This design comes from an exercise in tuning for small area, a short achievable clock period and few clock cycles on the open sky130 flow, not from production work.
No functional check of the RTL was part of any run shown here.
Power is estimated from default activity; no workload was simulated.

==> flow/run.sh <==
#!/bin/bash
# synth_recipe.tcl (not shown) runs the flow's synth.tcl, then flattens the netlist and writes it again
# the make line also repeats each setting of config.mk as NAME=value (left out here)
make -C /OpenROAD-flow-scripts/flow DESIGN_CONFIG=/design/flow/config.mk WORK_HOME=/design/flow/orfs CLKGATE_MAP_FILE= SYNTH_SCRIPT=/design/flow/synth_recipe.tcl finish
==> flow/config.mk <==
export PLATFORM = sky130hd
export DESIGN_NAME = comb_divsqrt
export DESIGN_NICKNAME = comb_divsqrt
export VERILOG_FILES = /design/flow/design.v
export SDC_FILE = /design/flow/constraint.sdc
export NUM_CORES = 4
export LEC_CHECK = 0
export CAP_MARGIN = 20
export CORE_MARGIN = 2
export CORE_UTILIZATION = 40
export SETUP_SLACK_MARGIN = 5
export SLEW_MARGIN = 20
==> flow/constraint.sdc <==
create_clock -name core_clock -period 9.0 [get_ports {clk}]
set_input_delay 1.8000 -clock core_clock [delete_from_list [all_inputs] [get_ports {clk}]]
set_output_delay 1.8000 -clock core_clock [all_outputs]
set_load 0.01 [all_outputs]
==> flow/design.v <==
module comb_divsqrt (
    input  wire        clk,
    input  wire        rst,        
    input  wire        start,      
    input  wire        op,         
    input  wire        sat,
    input  wire [55:0] a,          
    input  wire [55:0] b,          
    output wire        ready,
    output reg         done,
    output wire [55:0] result,
    output reg         flag_n,
    output reg         flag_z,
    output reg         flag_v,
    output reg         trap
);
    localparam S_IDLE = 2'd0, S_PREP = 2'd1, S_ITER = 2'd2, S_FIN = 2'd3;
    reg  [1:0]  state;
    reg  [5:0]  cnt;
    reg         r_sqrt, r_sat, r_neg;    
    reg         r_aneg;                  
    reg         r_bneg;                  
    reg         r_trap, r_zero, first;
    reg         q0;                      
    reg  [5:0]  lza, lzb;                
    reg         a_p2;                    
    reg         s_b, s_t, s_0;           
    reg  [58:0] R;       
    reg  [57:0] B;       
    reg  [55:0] Q;       
    reg         f2, f_up, f_negd, f_pos, f_ovs, f_trap, f_vsq;
    assign ready  = (state == S_IDLE) || (state == S_FIN);
    assign result = Q;
    wire take = start && ready;
    wire [55:0] a_1 = a ^ {56{a[55]}};
    wire [55:0] b_1 = b ^ {56{b[55]}};
    wire [5:0]  lz_a, lz_b;
    comb_divsqrt_lzc u_lza (.v({1'b0, a[55:1] ^ a[54:0]}), .n(lz_a));
    comb_divsqrt_lzc u_lzb (.v({1'b0, b[55:1] ^ b[54:0]}), .n(lz_b));
    wire        a_p2_in = a[55] && !(|(~a[55:1] & a[54:0]));
    wire        b_zero  = (b == 56'd0);
    wire [6:0]  dl    = {1'b0, lzb} - {1'b0, lza};            
    wire [5:0]  kd    = dl[5:0] + {5'd0, a_p2};               
    wire        k_neg = (lzb + {5'd0, a_p2} + 6'd1) < lza;    
    wire [5:0]  amt   = r_sqrt ? {lzb[5:1] + 5'd1, 1'b0} : (dl[6] ? 6'd0 : dl[5:0]);
    wire [57:0] shp   = a_p2 ? {B[55:0], {2{r_bneg}}} : {1'b0, B[55:0], r_bneg};
    wire [58:0] sh0   = amt[0] ? {shp[57:0], r_bneg}        : {1'b0, shp};
    wire [58:0] sh1   = amt[1] ? {sh0[56:0], {2{r_bneg}}}   : sh0;
    wire [58:0] sh2   = amt[2] ? {sh1[54:0], {4{r_bneg}}}   : sh1;
    wire [58:0] sh3   = amt[3] ? {sh2[50:0], {8{r_bneg}}}   : sh2;
    wire [58:0] sh4   = amt[4] ? {sh3[42:0], {16{r_bneg}}}  : sh3;
    wire [58:0] sh    = amt[5] ? {sh4[26:0], {32{r_bneg}}}  : sh4;
    wire        sq_b0 = (lzb[5:1] == 5'd28);                  
    wire [5:0]  js    = 6'd26 - {1'b0, lzb[5:1]};             
    wire [5:0]  cnt_p = r_sqrt ? js : (dl[6] ? {5'd0, a_p2} : kd);
    wire        no_it = r_sqrt ? (r_neg || lzb[5:1] >= 5'd27) : (r_trap || k_neg);
    wire [55:0] abs_a = R[56:1] + {55'd0, r_aneg};
    wire        sub   = !R[58];                               
    wire        negd = !r_sqrt && r_neg;
    wire [55:0] Qg   = first ? {{55{negd}}, q0} : Q;
    wire [57:0] opd  = ({58{s_b}} & B) |
                       ({58{s_t}} & {1'b0, Q[54:0], 2'b11}) |
                       ({58{s_0}} & {55'd0, q0, 2'b11});
    wire [58:0] Y    = {sub, opd[57:2] ^ {56{sub}}, opd[1] ^ (sub & s_b), opd[0] ^ sub};
    wire        cin  = sub ^ (s_b && r_bneg);
    wire [59:0] dfx  = {R, 1'b1} + {Y, cin};
    wire [58:0] D    = dfx[59:1];
    wire        q    = !D[58];
    wire [58:0] R_it = r_sqrt ? {D[56:0], B[54:53]} : {D[57:0], 1'b0};
    wire [58:0] t_p   = R ^ Y;
    wire [58:0] t_o   = R | Y;
    wire        tie   = (t_p[0] == cin) && (t_p[58:1] == t_o[57:0]);
    wire        up    = !r_zero && q && (r_sqrt || !tie || (Qg[0] ^ negd));
    wire [55:0] Qf    = first ? {{55{f_negd}}, q0} : Q;
    wire        ovf   = f_pos && Qf[55];                    
    wire [55:0] X     = Qf ^ {56{f_ovs}};
    wire [55:0] X1    = X + 56'd1;
    wire        inc   = f_up ^ f_negd;
    wire [55:0] res   = inc ? X1 : X;
    wire        res_z = inc ? (X1 == 56'd0) : (X == 56'd0);
    always @(posedge clk) begin
        R      <= R_it;
        cnt    <= cnt - 6'd1;
        lza    <= lz_a;
        lzb    <= lz_b;
        a_p2   <= a_p2_in && !op;
        r_aneg <= a[55];
        s_b    <= !r_sqrt;
        s_t    <= (state != S_PREP) && r_sqrt;
        s_0    <= (state == S_PREP) && r_sqrt;
        f_up   <= up;
        f_negd <= negd;
        f_pos  <= !r_sqrt && !r_neg;
        f_ovs  <= !r_sqrt && !r_neg && r_sat && Qg[55];
        f_trap <= r_trap;
        f_vsq  <= r_sqrt && r_neg;
        trap   <= f_trap;
        flag_n <= res[55];
        flag_z <= res_z;
        flag_v <= ovf || f_vsq;
        if (rst) begin
            state <= S_IDLE;
            done  <= 1'b0;
            f2    <= 1'b0;
        end else begin
            done <= 1'b0;
            f2   <= 1'b0;
            if (f2) begin
                done   <= 1'b1;
                Q      <= res;
            end
            case (state)
                S_PREP: begin
                    first  <= 1'b1;
                    r_zero <= r_sqrt ? (r_neg || sq_b0) : k_neg;
                    q0     <= r_sqrt ? !(r_neg || sq_b0) : r_neg;
                    B      <= sh[57:0];
                    if (r_sqrt) R <= {55'd0, sh[58:57] - 2'd1, sh[56:55]};
                    else        R <= {2'b0, abs_a, 1'b0};
                    cnt    <= cnt_p;
                    state  <= no_it ? S_FIN : S_ITER;
                end
                S_ITER: begin
                    first <= 1'b0;
                    if (r_sqrt) B <= {B[55:0], 2'b00};
                    Q     <= {Qg[54:0], q ^ negd};
                    if (cnt == 6'd0) state <= S_FIN;
                end
                S_FIN: begin
                    f2     <= 1'b1;
                    state  <= S_IDLE;
                end
                default: ;
            endcase
            if (take) begin
                state  <= S_PREP;
                R      <= {2'b0, a_1, 1'b0};
                B      <= {2'b0, b_1};
                r_bneg <= !op && b[55];
                r_trap <= !op && b_zero;
                r_sqrt <= op;
                r_sat  <= sat;
                r_neg  <= op ? b[55] : (a[55] ^ b[55]);
            end
        end
    end
endmodule
module comb_divsqrt_lzc (
    input  wire [55:0] v,
    output wire [5:0]  n
);
    wire [63:0] x = {v, 8'hff};
    wire [31:0] z1;  wire [31:0]     c1;
    wire [15:0] z2;  wire [16*2-1:0] c2;
    wire [7:0]  z3;  wire [8*3-1:0]  c3;
    wire [3:0]  z4;  wire [4*4-1:0]  c4;
    wire [1:0]  z5;  wire [2*5-1:0]  c5;
    genvar i;
    generate
        for (i = 0; i < 32; i = i + 1) begin : l1
            assign z1[i] = !(x[2*i+1] | x[2*i]);
            assign c1[i] = !x[2*i+1];
        end
        for (i = 0; i < 16; i = i + 1) begin : l2
            assign z2[i] = z1[2*i+1] & z1[2*i];
            assign c2[2*i+1:2*i] = z1[2*i+1] ? {1'b1, c1[2*i]} : {1'b0, c1[2*i+1]};
        end
        for (i = 0; i < 8; i = i + 1) begin : l3
            assign z3[i] = z2[2*i+1] & z2[2*i];
            assign c3[3*i+2:3*i] = z2[2*i+1] ? {1'b1, c2[2*(2*i)+1:2*(2*i)]}
                                             : {1'b0, c2[2*(2*i+1)+1:2*(2*i+1)]};
        end
        for (i = 0; i < 4; i = i + 1) begin : l4
            assign z4[i] = z3[2*i+1] & z3[2*i];
            assign c4[4*i+3:4*i] = z3[2*i+1] ? {1'b1, c3[3*(2*i)+2:3*(2*i)]}
                                             : {1'b0, c3[3*(2*i+1)+2:3*(2*i+1)]};
        end
        for (i = 0; i < 2; i = i + 1) begin : l5
            assign z5[i] = z4[2*i+1] & z4[2*i];
            assign c5[5*i+4:5*i] = z4[2*i+1] ? {1'b1, c4[4*(2*i)+3:4*(2*i)]}
                                             : {1'b0, c4[4*(2*i+1)+3:4*(2*i+1)]};
        end
    endgenerate
    assign n = z5[1] ? {1'b1, c5[4:0]} : {1'b0, c5[9:5]};
endmodule
==> impl_metrics.json, run 1 <==
{
  "multiInputGateArea_um2": 25180,
  "setup_ws_ns": 4.969,
  "grt_use_total_pct": 34.18,
  "start_util_pct": 40.53,
  "clockBufferDepth": 3,
  "yosysSeqAreaShare_pct": 18.08,
  "maxCapViolCount": 0,
  "crit_chain": "clkbuf_16 -> a22oi_2 -> xnor2_2 -> inv_1 -> ha_4 -> nand4_1 -> or2_4 -> or3_1 -> o211ai_1 -> buf_4 -> a32oi_4 -> a31oi_4 -> o21ai_2 -> o21bai_1 -> xor2_1 -> a22o_1 -> a211o_1",
  "cp.required_ns": 9.51,
  "power_density_nw_per_um2": 450.8,
  "ir_drop_uv": 298.2,
  "fin_nets": 4589,
  "rsz0062_at_grt": "true",
  "worst_clock_skew_ns": 0.01853,
  "fmax_mhz": 248.1,
  "tns_ns": 0,
  "path_clk_slew_ns": 0.06,
  "synth-main-ff-cell": "edfxtp_1",
  "final-seq-area_um2": 5612,
  "fin_crit_sh_pct": 44.79,
  "max_slew.worst_pin.slew_ns": 0.9793,
  "p_clk_share_pct": 7.3,
  "p_comb_share_pct": 79.6,
  "numPortBuffers": 178,
  "gp_congestion": 1.019,
  "diodes": 0,
  "cp.arrival_ns": 4.54,
  "grt_pass1_wl_mm": 206.0,
  "ios": 179,
  "hold_class": "reg2reg",
  "cts_htree_levels": 1,
  "p_switching_uw": 9301,
  "grt_max_degree": 120,
  "synth-async-reset-ratio_pct": 0,
  "grt_pass1_vias": 31134,
  "cts_buffers": 31,
  "slew_headroom_pct": 34.65,
  "ant_nets": 0,
  "end_kind": "register",
  "hold_buffers": 0,
  "numClockSinks": 218,
  "vias_per_cell": 6.367,
  "drtPass1Iterations": 6,
  "die_h_um": 281.9,
  "drt-wirelength-per-cell_um": 26.74,
  "crit_family": "compound AO/OA/AOI/OAI gates",
  "overflow": 0,
  "leakage_uw": 0.01484,
  "drtIter0Drc": 4180,
  "clk_latency_ns": 0.62,
  "dp_hpwl_mm": 102.2,
  "synth_area_per_cell_um2": 7.455,
  "drc": 0,
  "fp.dieArea_um2": 79450,
  "drv_slew": 0,
  "root_buffer": "clkbuf_16",
  "hold_viol_final": 0,
  "die_w_um": 281.9,
  "yosys.area.top_type": "edfxtp_1",
  "critical_path_buf_inv_count": 3,
  "core-area_um2": 76200,
  "p_int_uw": 8033,
  "syn-cell-area_um2": 30890,
  "syn_nets": 4434,
  "synth_cell_types": 114,
  "pre_cts_ws_ns": 3.916,
  "cts_tree": "done",
  "p_seq_share_pct": 13.2,
  "synth.area.top_cells": "edfxtp_1 12%, xnor2_1 10%, ha_1 7.0%",
  "fillerInstances": 7373,
  "slowest_delay_ns": 0.40,
  "antenna_found_initial": 6,
  "synth_seq_cells": 218,
  "synthCells": 4143,
  "startpoint_type": "register",
  "num_rows": 101,
  "drive_above_1_share_pct": 17.42,
  "area_growth_pct": 24.50,
  "synth_enable_flop_cells": 122,
  "fin_crit_ns": 4.031,
  "switching_share_pct": 53.66,
  "path_class": "reg2reg",
  "vias": 34085,
  "status": "finished clean",
  "setup_viol": 0,
  "crit_fanout": 5,
  "finalWirelength_mm": 143.1,
  "worst_path_max_delay_cell": "dfxtp_4",
  "yosys.area.top_type_share_pct": 11.86,
  "synth_warnings": 1
}
-- metrics by stage --
stage | total power [µW] | util, % | hold WS [ns] | instances | instance area, µm²
2_1_floorplan | 9949 | - | 0.3096 | 4143 | 30990
3_3_place_gp | 13400 | 43.46 | 0.3161 | 5076 | 33120
3_5_place_dp | 13370 | 43.46 | 0.3184 | 5076 | 33120
4_1_cts | 15790 | 47.77 | 0.3319 | 5257 | 36400
5_1_grt | 18170 | 50.46 | 0.3377 | 5353 | 38450
6_report | 17330 | 50.46 | 0.3284 | 5353 | 38450
-- cells in the final DEF, fill, tap and decap left out, types with 46 or more instances in the layout --
cell type,synthesis,routed
edfxtp_1,122,122
clkdlybuf4s50_1,0,172
inv_1,247,240
nor3_1,101,87
o211ai_1,66,66
nand3_1,116,114
a21oi_1,288,269
o22ai_1,54,49
mux2i_1,135,120
nand4_1,49,49
ha_1,172,134
a22oi_1,73,46
xnor2_1,365,326
buf_4,6,219
nor2b_1,72,70
xor2_1,146,141
a211oi_1,63,50
o21ai_0,191,171
nor2_1,367,344
nand2_1,365,355
dfxtp_1,96,83
-- routing by layer --
layer / part of all wire, % / vias up / track usage (%) / wire length (µm)
met2: 43 / 2030 / 52.07 / 61410
met4: 7.5 / 4 / 20.81 / 10800
met5: 0.019 / - / 0 / 27
met3: 10 / 472 / 6.969 / 14520
met1: 39 / 16299 / 44.33 / 56390
li1: - / 15280 / - / -
-- cells in the mapped netlist (all sizes together), types with 51 or more instances --
cell    instances
a21oi         292
nor3          102
mux2i         135
ha            172
xor2          146
o21ai         211
o22ai          54
a31oi          51
clkbuf        216
o211ai         68
a22oi          73
nor2b          72
inv           249
xnor2         366
dfxtp          96
nor4           53
buf           115
nor2          371
nand3         116
edfxtp        122
nand2         366
a211oi         65
-- state kept, by name, summed over array words and instances, names as in the netlist, 2 cells and up --
| signal | count |
|---|---|
| R | 59 |
| state | 2 |
| lza | 6 |
| cnt | 6 |
| B | 58 |
| lzb | 6 |
| Q | 56 |
-- cell families after synthesis --
logic type	share of synthesized area, %
xor gates and xnor gates	14.54
and+or+nand+nor	20.50
muxes	7.146
DFF	18.08
AOI/OAI and AO/OA	25.07
buffers and inverters	7.559
adders and majority gates	7.097
-- path summary, 6_finish.rpt --
check	end	slack (ns)	depth (start not counted)	start
setup / recovery	R[54]$_DFF_P_	4.97	17	s_b$_DFF_P_
hold / removal	trap$_DFF_P_	0.33	0	f_trap$_DFF_P_
hold reg to reg	trap$_DFF_P_	0.33	0	f_trap$_DFF_P_
setup reg to reg	R[54]$_DFF_P_	4.97	17	s_b$_DFF_P_
-- area by class of cell --
class	instances	share of cell area, %
Inverter	250	2.496
Clock inverter	18	0.4360
Timing Repair Buffer	449	11.55
Multi-Input combinational cell	3348	65.47
Clock buffer	40	2.105
Tap cell	1030	3.351
Sequential cell	218	14.59
-- power groups by stage --
| stage | Clock (µW) | Combinational (µW) | Sequential, µW |
|---|---|---|---|
| 2_1_floorplan | 0 | 8000 | 1950 |
| 5_1_grt | 1300 | 14600 | 2300 |
| 3_3_place_gp | 0 | 10900 | 2490 |
| 6_report | 1260 | 13800 | 2290 |
| 4_1_cts | 1260 | 12200 | 2290 |
| 3_5_place_dp | 0 | 10900 | 2470 |
-- what timing repair did --
item,in CTS,in global routing
buffers inserted,115,85
gates cloned,8,11
gates resized for setup,246,255
pin swaps,47,108
endpoints found under the setup margin,145,105
==> inputs of run 2 (changes only) <==
--- a/flow/design.v
+++ b/flow/design.v
@@ -68,7 +68,5 @@
     wire        q    = !D[58];
     wire [58:0] R_it = r_sqrt ? {D[56:0], B[54:53]} : {D[57:0], 1'b0};
-    wire [58:0] t_p   = R ^ Y;
-    wire [58:0] t_o   = R | Y;
-    wire        tie   = (t_p[0] == cin) && (t_p[58:1] == t_o[57:0]);
+    wire        tie   = (D == 59'd0);                       
     wire        up    = !r_zero && q && (r_sqrt || !tie || (Qg[0] ^ negd));
     wire [55:0] Qf    = first ? {{55{f_negd}}, q0} : Q;
==> run 2 against run 1 <==
Effect of this change: largest power group unchanged; clock skew grew 0.0093 ns; sequential share of layout area is 1.2 points higher; setup slack worse by 0.54 ns; non-clock buffer count shrank 55; worst hold slack got worse by 0.0020 ns; flip-flop and latch count unchanged; register-to-register slack got worse by 0.54 ns; synthesized area shrank 7.0%; combinational power shrank about 10%.
==> impl_metrics.json, run 2 <==
{
  "cts_buffers": 29,
  "rsz0062_at_grt": "true",
  "end_kind": "register",
  "final_common_cell": "nand2_1",
  "cp.required_ns": 9.48,
  "grt_pass1_vias": 29408,
  "grt_pass1_wl_mm": 193.3,
  "hold_viol_final": 0,
  "numPlacedInstances": 4790,
  "dp_hpwl_mm": 96.22,
  "antenna_found_initial": 10,
  "die_w_um": 272.0,
  "fin_nets": 4266,
  "drive_above_1_share_pct": 15.80,
  "synth_seq_cells": 218,
  "clockBufferDepth": 3,
  "worst_clock_skew_ns": 0.02787,
  "synth_enable_flop_cells": 122,
  "total_power_uw": 16000,
  "drv_slew": 0,
  "drtIter0Drc": 3736,
  "largest_reg_flops": 59,
  "overflow": 0,
  "fmax_mhz": 218.6,
  "setup_viol": 0,
  "numClockSinks": 218,
  "synth_cell_types": 98,
  "met2_usage_pct": 52.42,
  "hold_class": "reg2reg",
  "area_growth_pct": 23.44,
  "tns_ns": 0,
  "use_met1_pct": 44.49,
  "reg_top3": "R: 59 flops, B: 58 flops, Q: 56 flops",
  "synth_area_per_cell_um2": 7.365,
  "fin_cells": 5006,
  "worst_hold_slack_ns": 0.3264,
  "slew_headroom_pct": 28.58,
  "grt_max_degree": 71,
  "final_cell_mix": "426 x nand2_1, 348 x nor2_1, 281 x xnor2_1",
  "yosys-top-cells-count": "432 x nand2_1, 361 x nor2_1, 298 x a21oi_1",
  "ir_drop_uv": 319.5,
  "fin_crit_ns": 4.574,
  "cp.arrival_ns": 5.05,
  "grt-busiest-layer": "met2",
  "hold_buffers": 0,
  "fp.dieArea_um2": 74000,
  "finalWirelength_mm": 134.6,
  "syn-cell-area_um2": 28740,
  "path_class": "reg2reg",
  "clk_latency_ns": 0.62,
  "yosys.area.top_type_share_pct": 12.75,
  "yosys.area.top_type": "edfxtp_1",
  "leakage_uw": 0.01294,
  "crit_fanout": 10,
  "vias": 32062,
  "die_h_um": 272.0,
  "drtPass1Iterations": 6,
  "synth_warnings": 1,
  "top_register": "R",
  "numPortBuffers": 178,
  "yosysSeqAreaShare_pct": 19.44,
  "utilization_pct": 49.71,
  "maxCapViolCount": 0,
  "vias_per_cell": 6.405,
  "startpoint_type": "register",
  "ios": 179,
  "drt-wirelength-per-cell_um": 26.89,
  "grt_use_total_pct": 34.11,
  "synth.area.top_cells": "edfxtp_1 13%, xnor2_1 9.1%, dfxtp_1 6.7%",
  "syn_nets": 4135,
  "root_buffer": "clkbuf_16",
  "cts_htree_levels": 1,
  "start_util_pct": 40.27,
  "status": "finished clean",
  "synth-main-ff-cell": "edfxtp_1",
  "fillerInstances": 7084,
  "gp_congestion": 1.019,
  "max_slew.worst_pin.slew_ns": 1.061,
  "fin_crit_sh_pct": 50.83,
  "ant_nets": 0,
  "yosysMostFrequentCell": "nand2_1",
  "synth-async-reset-ratio_pct": 0,
  "power_density_nw_per_um2": 451.1,
  "path_clk_slew_ns": 0.07,
  "num_rows": 98,
  "cts_tree": "done",
  "synthCells": 3902,
  "drc": 0,
  "diodes": 0,
  "gr-usage-met3_pct": 7.053,
  "core-area_um2": 71360
}
run 2: cell count changes after synthesis, moves of 31 or more:
cell	before	now
buf_2	63	20
nand2_1	365	432
o22ai_1	54	23
inv_1	247	137
ha_1	172	114
mux2i_1	135	182
xnor2_1	365	297
run 2: area by class of cell:
cell class | instances | area, µm² | share of cell area [%]
clock buffer | 39 | 855.8 | 2.413
clock inverter | 15 | 131.4 | 0.3704
inverter | 139 | 538.0 | 1.517
multi-input combinational | 3251 | 23250 | 65.54
sequential | 218 | 5607 | 15.81
tap | 950 | 1189 | 3.351
timing repair buffer | 394 | 3902 | 11.00
run 2: cells by family (layout without fill, tap and decap cells):
family | after synthesis | in the layout | share of synthesized area, %
AND/OR/NAND/NOR | 1382 | 1382 | 23.14
AO/OA/AOI/OAI | 1082 | 1082 | 24.34
flip-flops | 218 | 218 | 19.44
buffers and inverters | 433 | 587 | 5.813
multiplexers | 225 | 225 | 8.547
adder cells (fa/ha/maj) | 116 | 116 | 5.103
XOR/XNOR | 446 | 446 | 13.62
run 2: power breakdown:
part           total, µW  internal, µW  switching, µW
logic              12400          4830           7560
clock network       1250           721            530
registers           2360          1610            750
total              16000          7160           8840
run 2: metrics by stage:
stage               setup WS (ns)  area, µm²
floorplan                   5.026      28920
global placement            3.468      31140
detailed placement          3.500      31140
CTS                         4.572      34060
global route                4.410      35470
finish                      4.426      35470
run 2: what timing repair did:
item                       in CTS  in global routing
setup endpoints to repair     154                 96
setup buffers                  97                 54
gates cloned                    5                  6
pin swaps                      52                 56
gates resized for setup       229                208
run 2: worst paths after layout:
path             startpoint  cells past startpoint  slack (ns)           end
max          Q[8]$_DFFE_PP_                     15        4.43  f_up$_DFF_P_
min reg2reg  f_trap$_DFF_P_                      0        0.33  trap$_DFF_P_
min          f_trap$_DFF_P_                      0        0.33  trap$_DFF_P_
max reg2reg  Q[8]$_DFFE_PP_                     15        4.43  f_up$_DFF_P_
run 2: critical path, stage by stage (launching register included):
cell and delay (ns):
edfxtp_1 0.55, a22oi_1 0.29, xnor2_1 0.13, ha_2 0.45, nand2_1 0.17, o21ai_0 0.47
a21oi_2 0.21, buf_4 0.19, a31oi_4 0.19, nor2_2 0.07, xor2_2 0.24, or4bb_4 0.50
nor4_4 0.33, nand4b_1 0.19, nor4_2 0.28, a41oi_1 0.15
run 2: metal layers:
metal  wire, µm  vias to the layer above
met2      58740                     1851
li1           -                    14543
met5         36                        -
met1      52900                    15249
met3      14330                      413
met4       8596                        6
==> inputs of run 3 (changes only) <==
--- a/flow/design.v
+++ b/flow/design.v
@@ -19,8 +19,8 @@
     reg  [5:0]  cnt;
     reg         r_sqrt, r_sat, r_neg;    
-    reg         r_aneg;                  
+    reg         c_x;                     
     reg         r_bneg;                  
     reg         r_trap, r_zero, first;
-    reg         q0;                      
+    reg  [1:0]  q0;                      
     reg  [5:0]  lza, lzb;                
     reg         a_p2;                    
@@ -43,32 +43,37 @@
     wire [5:0]  kd    = dl[5:0] + {5'd0, a_p2};               
     wire        k_neg = (lzb + {5'd0, a_p2} + 6'd1) < lza;    
-    wire [5:0]  amt   = r_sqrt ? {lzb[5:1] + 5'd1, 1'b0} : (dl[6] ? 6'd0 : dl[5:0]);
+    wire [5:0]  amt   = r_sqrt ? {lzb[5:1] + 5'd2, 1'b0} : (dl[6] ? 6'd0 : dl[5:0]);
     wire [57:0] shp   = a_p2 ? {B[55:0], {2{r_bneg}}} : {1'b0, B[55:0], r_bneg};
-    wire [58:0] sh0   = amt[0] ? {shp[57:0], r_bneg}        : {1'b0, shp};
-    wire [58:0] sh1   = amt[1] ? {sh0[56:0], {2{r_bneg}}}   : sh0;
-    wire [58:0] sh2   = amt[2] ? {sh1[54:0], {4{r_bneg}}}   : sh1;
-    wire [58:0] sh3   = amt[3] ? {sh2[50:0], {8{r_bneg}}}   : sh2;
-    wire [58:0] sh4   = amt[4] ? {sh3[42:0], {16{r_bneg}}}  : sh3;
-    wire [58:0] sh    = amt[5] ? {sh4[26:0], {32{r_bneg}}}  : sh4;
+    wire [60:0] sh0   = amt[0] ? {2'b0, shp[57:0], r_bneg}  : {3'b0, shp};
+    wire [60:0] sh1   = amt[1] ? {sh0[58:0], {2{r_bneg}}}   : sh0;
+    wire [60:0] sh2   = amt[2] ? {sh1[56:0], {4{r_bneg}}}   : sh1;
+    wire [60:0] sh3   = amt[3] ? {sh2[52:0], {8{r_bneg}}}   : sh2;
+    wire [60:0] sh4   = amt[4] ? {sh3[44:0], {16{r_bneg}}}  : sh3;
+    wire [60:0] sh    = amt[5] ? {sh4[28:0], {32{r_bneg}}}  : sh4;
+    wire [3:0]  nib   = sh[60:57];
+    wire        ge9   = (nib >= 4'd9);
+    wire [2:0]  nrem  = ge9 ? nib[2:0] - 3'd1 : nib[2:0] - 3'd4;  
+    wire        j1    = (lzb[5:1] == 5'd27);                  
     wire        sq_b0 = (lzb[5:1] == 5'd28);                  
-    wire [5:0]  js    = 6'd26 - {1'b0, lzb[5:1]};             
+    wire [5:0]  js    = 6'd25 - {1'b0, lzb[5:1]};             
     wire [5:0]  cnt_p = r_sqrt ? js : (dl[6] ? {5'd0, a_p2} : kd);
-    wire        no_it = r_sqrt ? (r_neg || lzb[5:1] >= 5'd27) : (r_trap || k_neg);
-    wire [55:0] abs_a = R[56:1] + {55'd0, r_aneg};
+    wire        no_it = r_sqrt ? (r_neg || lzb[5:1] >= 5'd26) : (r_trap || k_neg);
     wire        sub   = !R[58];                               
     wire        negd = !r_sqrt && r_neg;
-    wire [55:0] Qg   = first ? {{55{negd}}, q0} : Q;
+    wire [55:0] Qg   = first ? {{54{negd}}, q0} : Q;
     wire [57:0] opd  = ({58{s_b}} & B) |
                        ({58{s_t}} & {1'b0, Q[54:0], 2'b11}) |
-                       ({58{s_0}} & {55'd0, q0, 2'b11});
+                       ({58{s_0}} & {54'd0, q0, 2'b11});
     wire [58:0] Y    = {sub, opd[57:2] ^ {56{sub}}, opd[1] ^ (sub & s_b), opd[0] ^ sub};
-    wire        cin  = sub ^ (s_b && r_bneg);
+    wire        cin  = sub ^ c_x;
     wire [59:0] dfx  = {R, 1'b1} + {Y, cin};
     wire [58:0] D    = dfx[59:1];
     wire        q    = !D[58];
     wire [58:0] R_it = r_sqrt ? {D[56:0], B[54:53]} : {D[57:0], 1'b0};
-    wire        tie   = (D == 59'd0);                       
+    wire [58:0] t_p   = R ^ Y;
+    wire [58:0] t_o   = R | Y;
+    wire        tie   = (t_p[0] == cin) && (t_p[58:1] == t_o[57:0]);
     wire        up    = !r_zero && q && (r_sqrt || !tie || (Qg[0] ^ negd));
-    wire [55:0] Qf    = first ? {{55{f_negd}}, q0} : Q;
+    wire [55:0] Qf    = first ? {{54{f_negd}}, q0} : Q;
     wire        ovf   = f_pos && Qf[55];                    
     wire [55:0] X     = Qf ^ {56{f_ovs}};
@@ -83,7 +88,7 @@
         lzb    <= lz_b;
         a_p2   <= a_p2_in && !op;
-        r_aneg <= a[55];
-        s_b    <= !r_sqrt;
-        s_t    <= (state != S_PREP) && r_sqrt;
+        c_x    <= take ? a[55] : (!r_sqrt && r_bneg);
+        s_b    <= !take && !r_sqrt;
+        s_t    <= !take && (state != S_PREP) && r_sqrt;
         s_0    <= (state == S_PREP) && r_sqrt;
         f_up   <= up;
@@ -112,8 +117,8 @@
                     first  <= 1'b1;
                     r_zero <= r_sqrt ? (r_neg || sq_b0) : k_neg;
-                    q0     <= r_sqrt ? !(r_neg || sq_b0) : r_neg;
+                    q0     <= r_sqrt ? ((r_neg || sq_b0) ? 2'b00 : j1 ? 2'b01 : {1'b1, ge9})
+                                     : {2{r_neg}};
                     B      <= sh[57:0];
-                    if (r_sqrt) R <= {55'd0, sh[58:57] - 2'd1, sh[56:55]};
-                    else        R <= {2'b0, abs_a, 1'b0};
+                    if (r_sqrt) R <= {54'd0, nrem[2] && !j1, nrem[1:0], sh[56:55]};
                     cnt    <= cnt_p;
                     state  <= no_it ? S_FIN : S_ITER;
@@ -133,5 +138,5 @@
             if (take) begin
                 state  <= S_PREP;
-                R      <= {2'b0, a_1, 1'b0};
+                R      <= {3'b100, a_1};
                 B      <= {2'b0, b_1};
                 r_bneg <= !op && b[55];
--- a/flow/config.mk
+++ b/flow/config.mk
@@ -6,4 +6,5 @@
 export NUM_CORES = 4
 export LEC_CHECK = 0
+export ABC_AREA = 1
 export CAP_MARGIN = 20
 export CORE_MARGIN = 2
==> run 3 against run 2 <==
Effect of this change: highest routed layer unchanged; critical path type unchanged; via count rose by 5.9%; flip-flop and latch count rose by 1; first-iteration DRC count rose by 3.1%; register-to-register slack improved by 0.55 ns; routed wire length fell by 0.21%; clock skew fell by 0.010 ns; die area rose by 3.5%; cell count rose by 18%; setup slack improved by 0.55 ns; cell area fell by 1.8%; sequential power fell by 13%.
==> impl_metrics.json, run 3 <==
{
  "status": "finished clean",
  "fin_nets": 5214,
  "root_buffer": "clkbuf_16",
  "largest_reg_flops": 59,
  "slew_headroom_pct": 38.98,
  "fp.dieArea_um2": 76570,
  "max_slew.worst_pin.slew_ns": 0.9057,
  "numClockSinks": 219,
  "synth-main-ff-cell": "edfxtp_1",
  "num_rows": 99,
  "ir_drop_uv": 243.6,
  "leakage_uw": 0.01591,
  "crit_chain": "inv_1 -> ha_1 -> inv_1 -> fa_2 -> nand2_1 -> nand2_1 -> nand3_2 -> nand2_4 -> buf_12 -> nand3_1 -> nand2_4 -> buf_12 -> clkinvlp_4 -> buf_16 -> o21ai_0 -> nand2_1 -> o21ai_0 -> o21ai_0 -> o21ai_0 -> o21ai_0",
  "end_kind": "register",
  "drt-wirelength-per-cell_um": 22.75,
  "grt_use_total_pct": 32.84,
  "area_growth_pct": 17.06,
  "grt_max_degree": 82,
  "p_clk_share_pct": 8.4,
  "synth-async-reset-ratio_pct": 0,
  "cp.required_ns": 9.29,
  "fin_cells": 5905,
  "synth_area_per_cell_um2": 6.080,
  "drtIter0Drc": 3853,
  "syn_nets": 5185,
  "hold_viol_final": 0,
  "synth_warnings": 1,
  "fin_crit_ns": 4.027,
  "syn-cell-area_um2": 29750,
  "hold_buffers": 0,
  "dp_hpwl_mm": 102.0,
  "yosys-top-cells-count": "1098 x nand2_1, 666 x inv_1, 557 x o21ai_0",
  "yosysMostFrequentCell": "nand2_1",
  "reg_top3": "R: 59 flops, B: 58 flops, Q: 56 flops",
  "setup_viol": 0,
  "synth_seq_cells": 219,
  "clockBufferDepth": 3,
  "finalWirelength_mm": 134.3,
  "yosys.area.top_type": "nand2_1",
  "diodes": 0,
  "die_w_um": 276.7,
  "vias": 33964,
  "vias_per_cell": 5.752,
  "die_h_um": 276.7,
  "drv_slew": 0,
  "final-seq-area_um2": 5633,
  "numPlacedInstances": 5815,
  "worst_clock_skew_ns": 0.01778,
  "ant_nets": 0,
  "start_util_pct": 40.57,
  "p_switching_uw": 9323,
  "fin_crit_sh_pct": 44.74,
  "synthCells": 4893,
  "ios": 179,
  "core-area_um2": 73330,
  "synth_cell_types": 67,
  "drtPass1Iterations": 9,
  "yosys.area.top_type_share_pct": 13.85,
  "hold_class": "reg2reg",
  "grt_pass1_wl_mm": 193.4,
  "crit_fanout": 17,
  "yosysSeqAreaShare_pct": 18.88,
  "overflow": 0,
  "cts_htree_levels": 1,
  "gp_congestion": 1.059,
  "p_seq_share_pct": 12.8,
  "rsz0062_at_grt": "true",
  "switching_share_pct": 58.25,
  "drive_above_1_share_pct": 7.825,
  "clk_latency_ns": 0.61,
  "worst_path_max_delay_cell": "o21ai_0",
  "synth_enable_flop_cells": 123,
  "cp.arrival_ns": 4.32,
  "path_class": "reg2reg",
  "drc": 0,
  "antenna_found_initial": 3,
  "final_common_cell": "nand2_1",
  "slowest_delay_ns": 0.38,
  "top_register": "R",
  "startpoint_type": "register",
  "path_clk_slew_ns": 0.06,
  "power_density_nw_per_um2": 459.6,
  "fmax_mhz": 248.3,
  "p_int_uw": 6682,
  "numPortBuffers": 178,
  "maxCapViolCount": 0,
  "synth.area.top_cells": "nand2_1 14%, edfxtp_1 12%, o21ai_0 9.4%",
  "worst_hold_slack_ns": 0.3287,
  "grt_pass1_vias": 30679,
  "fillerInstances": 7811,
  "tns_ns": 0,
  "p_comb_share_pct": 78.8,
  "cts_buffers": 31,
  "cts_tree": "done",
  "multiInputGateArea_um2": 21480,
  "final_cell_mix": "1086 x nand2_1, 659 x inv_1, 528 x o21ai_0",
  "cp_common_cell": "o21ai_0"
}
## run 3: kinds of logic after synthesis
logic type               share of synthesized area [%]
flip-flops                                       18.88
AO/OA/AOI/OAI                                    21.22
buffers and inverters                            12.16
XOR/XNOR                                         10.24
adder cells (fa/ha/maj)                          7.411
multiplexers                                   0.03785
AND/OR/NAND/NOR                                  30.06
## run 3: metal layers
layer  share of wire [%]  routed length (µm)  GRT usage (%)  up-vias
met5               0.029                  39              0        -
met4                 6.1                8194          16.68        6
met3                 9.1               12180          5.121      362
met2                  43               58330          51.41     1841
met1                  41               55580          43.74    15659
li1                    -                   -              -    16096
## run 3: what timing repair did
action | 4_1_cts | 5_1_grt
pin swaps | 1 | 9
cloned | 6 | 10
endpoints found under the setup margin | 111 | 170
gates resized for setup | 101 | 150
setup buffers | 2 | 15
## run 3: final timing paths
check	from	endpoint	slack (ns)	cells past startpoint
worst max-delay path	lzb[0]$_DFF_P_	B[46]$_DFFE_PP_	4.97	20
worst min-delay path	f_trap$_DFF_P_	trap$_DFF_P_	0.33	0
worst max register to register	lzb[0]$_DFF_P_	B[46]$_DFFE_PP_	4.97	20
worst min register to register	f_trap$_DFF_P_	trap$_DFF_P_	0.33	0
## run 3: cell type report
cell class	instances	share of cell area (%)
multi-input combinational	3740	61.69
clock buffer	37	2.472
tap	959	3.446
sequential	219	16.18
inverter	681	7.460
clock inverter	20	0.6109
timing repair buffer	249	8.142
## run 3: critical path, delay by kind of cell (launching register included)
kind / cells / cell delay, ns
AO/OA/AOI/OAI: 5 / 1.30
adder cells (fa/ha/maj): 2 / 0.38
buffers and inverters: 6 / 0.97
AND/OR/NAND/NOR: 7 / 0.74
flip-flops: 1 / 0.31
## run 3: through the flow
step	worst slack (ns)	total power [µW]	area, µm²	util [%]
3_3_place_gp	3.897	13560	32060	43.71
3_5_place_dp	3.953	13570	32060	43.71
5_1_grt	4.943	17180	34820	47.49
6_report	4.973	16010	34820	47.49
4_1_cts	4.961	15220	33840	46.14
2_1_floorplan	5.000	10020	29790	-
## run 3: power by group through the flow
stage / Clock, µW / Combinational, µW / Sequential [µW]
finish: 1340 / 12600 / 2050
CTS: 1340 / 11800 / 2020
global placement: 0 / 11500 / 2040
global route: 1380 / 13700 / 2080
detailed placement: 0 / 11500 / 2040
floorplan: 0 / 8140 / 1880

-- port drivers added, routing unchanged --
The results above use ideal ports. As a check the final layouts listed here were re-extracted and re-timed, cells and wires unchanged. Step 1 assumes that a clkbuf_16 drives the clock port and a buf_2 every other input. Step 2 adds t to the input delays and takes it off the output delays; t is the mean of the earliest and latest rising clock arrival at the registers after step 1. Input paths then give back, and output paths get back, about the clock's delay inside the block. Slacks: ideal / step 1 / step 2; pairs: ideal / step 1.
run | shift t [ns] | slack for setup (ns) | worst slew at a driven data input, ns
run 1 | 0.682 | 4.969 / 4.969 / 4.385 | 0.05
run 2 | 0.676 | 4.426 / 4.426 / 4.395 | 0.05
run 3 | 0.672 | 4.973 / 4.973 / 4.411 | 0.05
After both steps every run listed still meets setup and hold. The setup slack of run 1, which loses most, moves by 0.000 ns with the drivers and by -0.584 ns with both steps.
